Source: an optimization exercise on an open RTL-to-GDS flow (aim: small area, a short achievable clock period and few clock cycles). Production flows keep margins and buffers that such runs may drop. The RTL was checked by simulation tests, not by an equivalence proof against the original design. The clock port is modelled as an ideal driver; clocking choices that lean on that would not hold on a real chip.

## flow/design.v (module list and top-level ports; edited modules follow where they fit)
// module be_rank: 1198 lines
module be_rank #(
    parameter N  = 32,
    parameter IW = 5                  
) (
    input  wire          clk,
    input  wire          rst,         
    input  wire [1:0]    cfg_mode,
    input  wire          cfg_sigma_neg,    
    input  wire [7:0]    cfg_wv,
    input  wire [7:0]    cfg_wh,
    input  wire [7:0]    cfg_wt,
    input  wire [7:0]    cfg_wl,
    input  wire [3:0]    cfg_shift,
    input  wire [15:0]   cfg_vrefc,
    input  wire [7:0]    cfg_tavgp,        
    input  wire          in_valid,
    output wire          in_ready,
    input  wire          in_last,
    input  wire [15:0]   in_vcap,
    input  wire [7:0]    in_temp,          
    input  wire [9:0]    in_life,
    input  wire          in_ins,           
    input  wire          in_obs,           
    output wire          out_valid,
    input  wire          out_ready,
    output wire          out_last,
    output wire          out_unranked,
    output wire [IW-1:0] out_rank,
    output wire [15:0]   out_score
);
  // ...
==> flow/flow/run.sh <==
#!/bin/bash
# Standard layout, with the port buffers made from buf_2 cells and clock
# tree synthesis without dummy loads.
set -euo pipefail
export BUFFER_PORTS_ARGS="-buffer_cell sky130_fd_sc_hd__buf_2"
export CTS_ARGS="-sink_clustering_enable -repair_clock_nets -sink_clustering_size 30 -sink_clustering_max_diameter 150 -dont_use_dummy_load"
bash standard.sh > standard.log 2>&1
==> flow/standard.sh <==
#!/bin/bash
# synth_recipe.tcl (not shown) runs the flow's synth.tcl, then flattens the netlist and writes it again
# the make line also repeats each setting of config.mk as NAME=value (left out here)
make -C /OpenROAD-flow-scripts/flow DESIGN_CONFIG=/design/flow/config.mk WORK_HOME=/design/flow/orfs CLKGATE_MAP_FILE= SYNTH_SCRIPT=/design/flow/synth_recipe.tcl "${@:-finish}"
==> flow/config.mk <==
export PLATFORM = sky130hd
export DESIGN_NAME = be_rank
export DESIGN_NICKNAME = be_rank
export VERILOG_FILES = /design/flow/design.v
export SDC_FILE = /design/flow/constraint.sdc
export NUM_CORES = 4
export LEC_CHECK = 0
export CAP_MARGIN = 20
export CORE_MARGIN = 2
export CORE_UTILIZATION = 65
export CTS_CLUSTER_DIAMETER = 60
export CTS_CLUSTER_SIZE = 30
export SLEW_MARGIN = 20
==> flow/constraint.sdc <==
create_clock -name core_clock -period 27.0 [get_ports {clk}]
set_input_delay 5.4000 -clock core_clock [delete_from_list [all_inputs] [get_ports {clk}]]
set_output_delay 5.4000 -clock core_clock [all_outputs]
set_load 0.01 [all_outputs]
==> impl_metrics.tcl, run 1 <==
set metrics [dict create \
    synth.area.top_cells "sky130_fd_sc_hd__dfxtp_1 39%, sky130_fd_sc_hd__edfxtp_1 9.6%, sky130_fd_sc_hd__fa_1 9.5%" \
    cts-root-buf "sky130_fd_sc_hd__clkbuf_16" \
    rsz0062_at_grt "no" \
    synth-edff-count 209 \
    cts.repair.resized 0 \
    finalWorstSetupSlack_ns 20.35 \
    layout_commonest_cell "sky130_fd_sc_hd__dfxtp_1" \
    rows 116 \
    status "complete, no violations" \
    ratio_of_cells_with_drive_above_1_in_the_final_layout 0.0632 \
    grt.total_usage 0.301 \
    layout.area.seq_sq_um 31700 \
    num-nonclk-buffers 203 \
    detail-route-antenna-nets 0 \
    synthCells 6090 \
    clk_latency_ns 0.71 \
    holdCritStartpoint "rl[12]" \
    min_delay_worst_endpoint "rl[13]" \
    cts.htree.levels 2 \
    critical_path.startpoint "ob_v" \
    floorplan.io_pins 129 \
    cp_cell_sequence "buf_2" \
    layout.area.top_class "flip-flops and latches" \
    timing_worst_slew_pin_value_ns 1.12 \
]
Testbench counts, summed over its fixed seeds: cycles 12,576.
==> inputs of run 2 (changes only) <==
--- a/flow/config.mk
+++ b/flow/config.mk
@@ -6,8 +6,8 @@
 export NUM_CORES = 4
 export LEC_CHECK = 0
-export CAP_MARGIN = 20
+export CAP_MARGIN = 5
 export CORE_MARGIN = 2
 export CORE_UTILIZATION = 65
 export CTS_CLUSTER_DIAMETER = 60
 export CTS_CLUSTER_SIZE = 30
-export SLEW_MARGIN = 20
+export SLEW_MARGIN = 5
==> impl_metrics.tcl, run 2 <==
set metrics [dict create \
    cts.path.max_buffers 3 \
    max_cap_violations 0 \
    report.final.slew_viol_count 0 \
    worst_setup_hold_path_clk_slew_ns 0.11 \
    cts.hold.buffers_added 0 \
    timing.critical_path.arrival_ns 1.24 \
    crit_required_ns 21.60 \
    worstReg2RegStart "j_wv[4]" \
    initial_core_util 0.656 \
    status "complete, no violations" \
    dpl.cell_count 7335 \
    number_of_non_filler_instances_in_the_completed_layout 7390 \
    critical-path-top-delay-family "flip-flops" \
    syn_to_final_growth_pct 4.96 \
    worst_slew_margin_rel 0.219 \
    grt_pass1_wl_mm 245 \
    layout.area.seq_sq_um 31700 \
    grt-ovfl-total 0 \
    sum_of_net_half_perimeters_after_detailed_placement_mm 118 \
    post_drt_via_cell_ratio 5.91 \
    first_pass_iters 6 \
    async_reset_ff_frac 0 \
    routed-via-count 43600 \
    post-synth-top-count-cell "sky130_fd_sc_hd__dfxtp_1" \
    die_w_um 322 \
    timing_worst_slew_pin_value_ns 1.14 \
    place.gp.congestion 0.899 \
    largestRegisters "rk x832, rr x160, rl x32" \
    io_buffers 128 \
    die_h_um 322 \
    fin_skew_ns 0.0584 \
    clk_latency_ns 0.71 \
    path_depth 1 \
    cp_slowest_stage_delay_ns 0.39 \
    classification_of_the_worst_setup_path "register to output port" \
    floorplan_die_area_sq_um 104000 \
    rows 116 \
    drc_errors 0 \
    post_cts.repair.setup_buffers 0 \
    largest_register_ffs 832 \
    cts_buf_count 55 \
    grt_start_max_net_pins 75 \
    ratio_of_cells_with_drive_above_1_in_the_final_layout 0.0630 \
    floorplan.io_pins 129 \
    detail-route-antenna-nets 0 \
    setup-tns-final_ns 0 \
    cts.repair.resized 0 \
    top_register "rk" \
    netlist_top_cells_count "1272 x sky130_fd_sc_hd__dfxtp_1, 508 x sky130_fd_sc_hd__inv_1, 323 x sky130_fd_sc_hd__maj3_1, 313 x sky130_fd_sc_hd__fa_1" \
    tritoncts "done" \
    min_path_cells 0 \
    min_period_ns 6.64 \
    path_max_fanout 1 \
    first_global_vias 43000 \
    cts-root-buf "sky130_fd_sc_hd__clkbuf_16" \
    cp_cell_sequence "buf_2" \
    holdCritStartpoint "rl[12]" \
    finalSetupViolCount 0 \
    totalWireLength_mm 155 \
    worstRegToRegCells 22 \
    ys_seq_elements 1481 \
    end_kind "output port" \
    diodes 0 \
    fillerInstances 7712 \
    synth_cell_type_count 85 \
    grt.total_usage 0.301 \
    antenna_found_initial 0 \
    mostFrequentLayoutCells "1271 x sky130_fd_sc_hd__dfxtp_1, 507 x sky130_fd_sc_hd__inv_1, 323 x sky130_fd_sc_hd__maj3_1" \
    fin_crit_sh 0.246 \
    rsz0062_at_grt "no" \
    net_count_of_the_finished_layout 6708 \
    mappedNetlistArea_sq_um 65700 \
    final.hold.worst_slack_ns 0.331 \
    ys_warn_count 3 \
    hold_violations 0 \
    synth.net_count 6704 \
    core-area_sq_um 100000 \
    ys.flop_type "sky130_fd_sc_hd__dfxtp_1" \
    cpMaxStageDelayCell "sky130_fd_sc_hd__edfxtp_1" \
    critical_path_buf_inv_count 1 \
    cts.htree.levels 2 \
    multiInputGateArea_sq_um 31000 \
    synthCells 6090 \
    route.detailed.wl_per_inst_um 21.0 \
    fmaxAchievable_mhz 151 \
    syn-mean-instance-area_sq_um 10.8 \
    synth-edff-count 209 \
    drt_first_iter_violations 2946 \
    synth_area_leader_cell "sky130_fd_sc_hd__dfxtp_1" \
    critical_path.startpoint_type "register" \
    timing.hold.worst.class "register to register" \
    cts.sinks 1481 \
    synth-seq-area-share 0.483 \
    critical_path.startpoint "ob_d[13]" \
    synth_top_cell_area_share 0.388 \
    synth.area.top_cells "sky130_fd_sc_hd__dfxtp_1 39%, sky130_fd_sc_hd__edfxtp_1 9.6%, sky130_fd_sc_hd__fa_1 9.5%" \
    layout_commonest_cell "sky130_fd_sc_hd__dfxtp_1" \
]
==> run 2: cell count changes in the layout (fill, tap and decap cells not counted) <==
cell	previous run	this run
sky130_fd_sc_hd__nand2b_1	134	135
sky130_fd_sc_hd__nand2b_2	1	0
==> run 2: path summary, 6_finish.rpt <==
kind	end	slack, ns
worst max-delay path	out_score[13]	20.36
worst min-delay path	rl[13]	0.33
worst max register to register	acc_off[25]	20.99
worst min register to register	rl[13]	0.33
==> run 2: layout make-up <==
| class | count | area share |
|---|---|---|
| clock buffers | 55 | 0.0200 |
| inverters | 523 | 0.0285 |
| well taps | 1298 | 0.0236 |
| repair buffers | 203 | 0.0175 |
| flip-flops and latches | 1481 | 0.460 |
| multi-input cells | 3830 | 0.450 |
==> run 2: layer usage <==
metal  part of all wire  wire length (um)  vias up  track usage
met5                  0                 0        -            0
met4              0.031              4830        0       0.0910
met3              0.048              7480      246       0.0322
met2               0.47             73200     1059        0.501
met1               0.45             69800    21400        0.417
li1                   -                 -    21000            -
==> run 2: cells by family (layout without fill, tap and decap cells) <==
logic type               Yosys count  in the layout  synth area share
buffers and inverters            779            781            0.0446
XOR/XNOR                         213            213            0.0284
AND/OR/NAND/NOR                 1495           1495             0.118
adder cells (fa/ha/maj)          860            860             0.187
flip-flops                      1481           1481             0.483
AO/OA/AOI/OAI                   1140           1140             0.118
multiplexers                     122            122            0.0217
==> run 2: metrics by stage <==
step                      worst slack [ns]  utilization  instance area [sq um]
after floorplan                      20.19            -                  65700
after global placement               20.31        0.675                  67600
after detailed placement             20.25        0.675                  67600
after CTS                            20.31        0.689                  69000
after global routing                 20.31        0.689                  69000
final                                20.36        0.689                  69000

[port drivers added, routing unchanged]
How much do the figures lean on ideal ports? The routed layouts below were timed once more, with nothing changed but the port constraints.
Step 1 assumes that a clkbuf_16 drives the clock port and a buf_2 every other input.
Step 2 also shifts input and output timing later by t, the mid clock arrival at the registers, as if the neighbouring blocks saw the same clock.
Three values: ideal, step 1, step 2; two values: the first two.
run | shift t [ns] | setup slack, ns | hold WS [ns] | pins driven straight from the clock port
run 1 | 0.754 | 20.353 / 20.279 / 20.489 | 0.330 / 0.330 / 0.330 | 1
run 2 | 0.756 | 20.359 / 20.285 / 20.283 | 0.331 / 0.331 / 0.331 | 1
After both steps setup and hold are still met in every run listed. The setup slack of run 2, which loses most, moves by -0.074 ns with the drivers and by -0.076 ns with both steps.
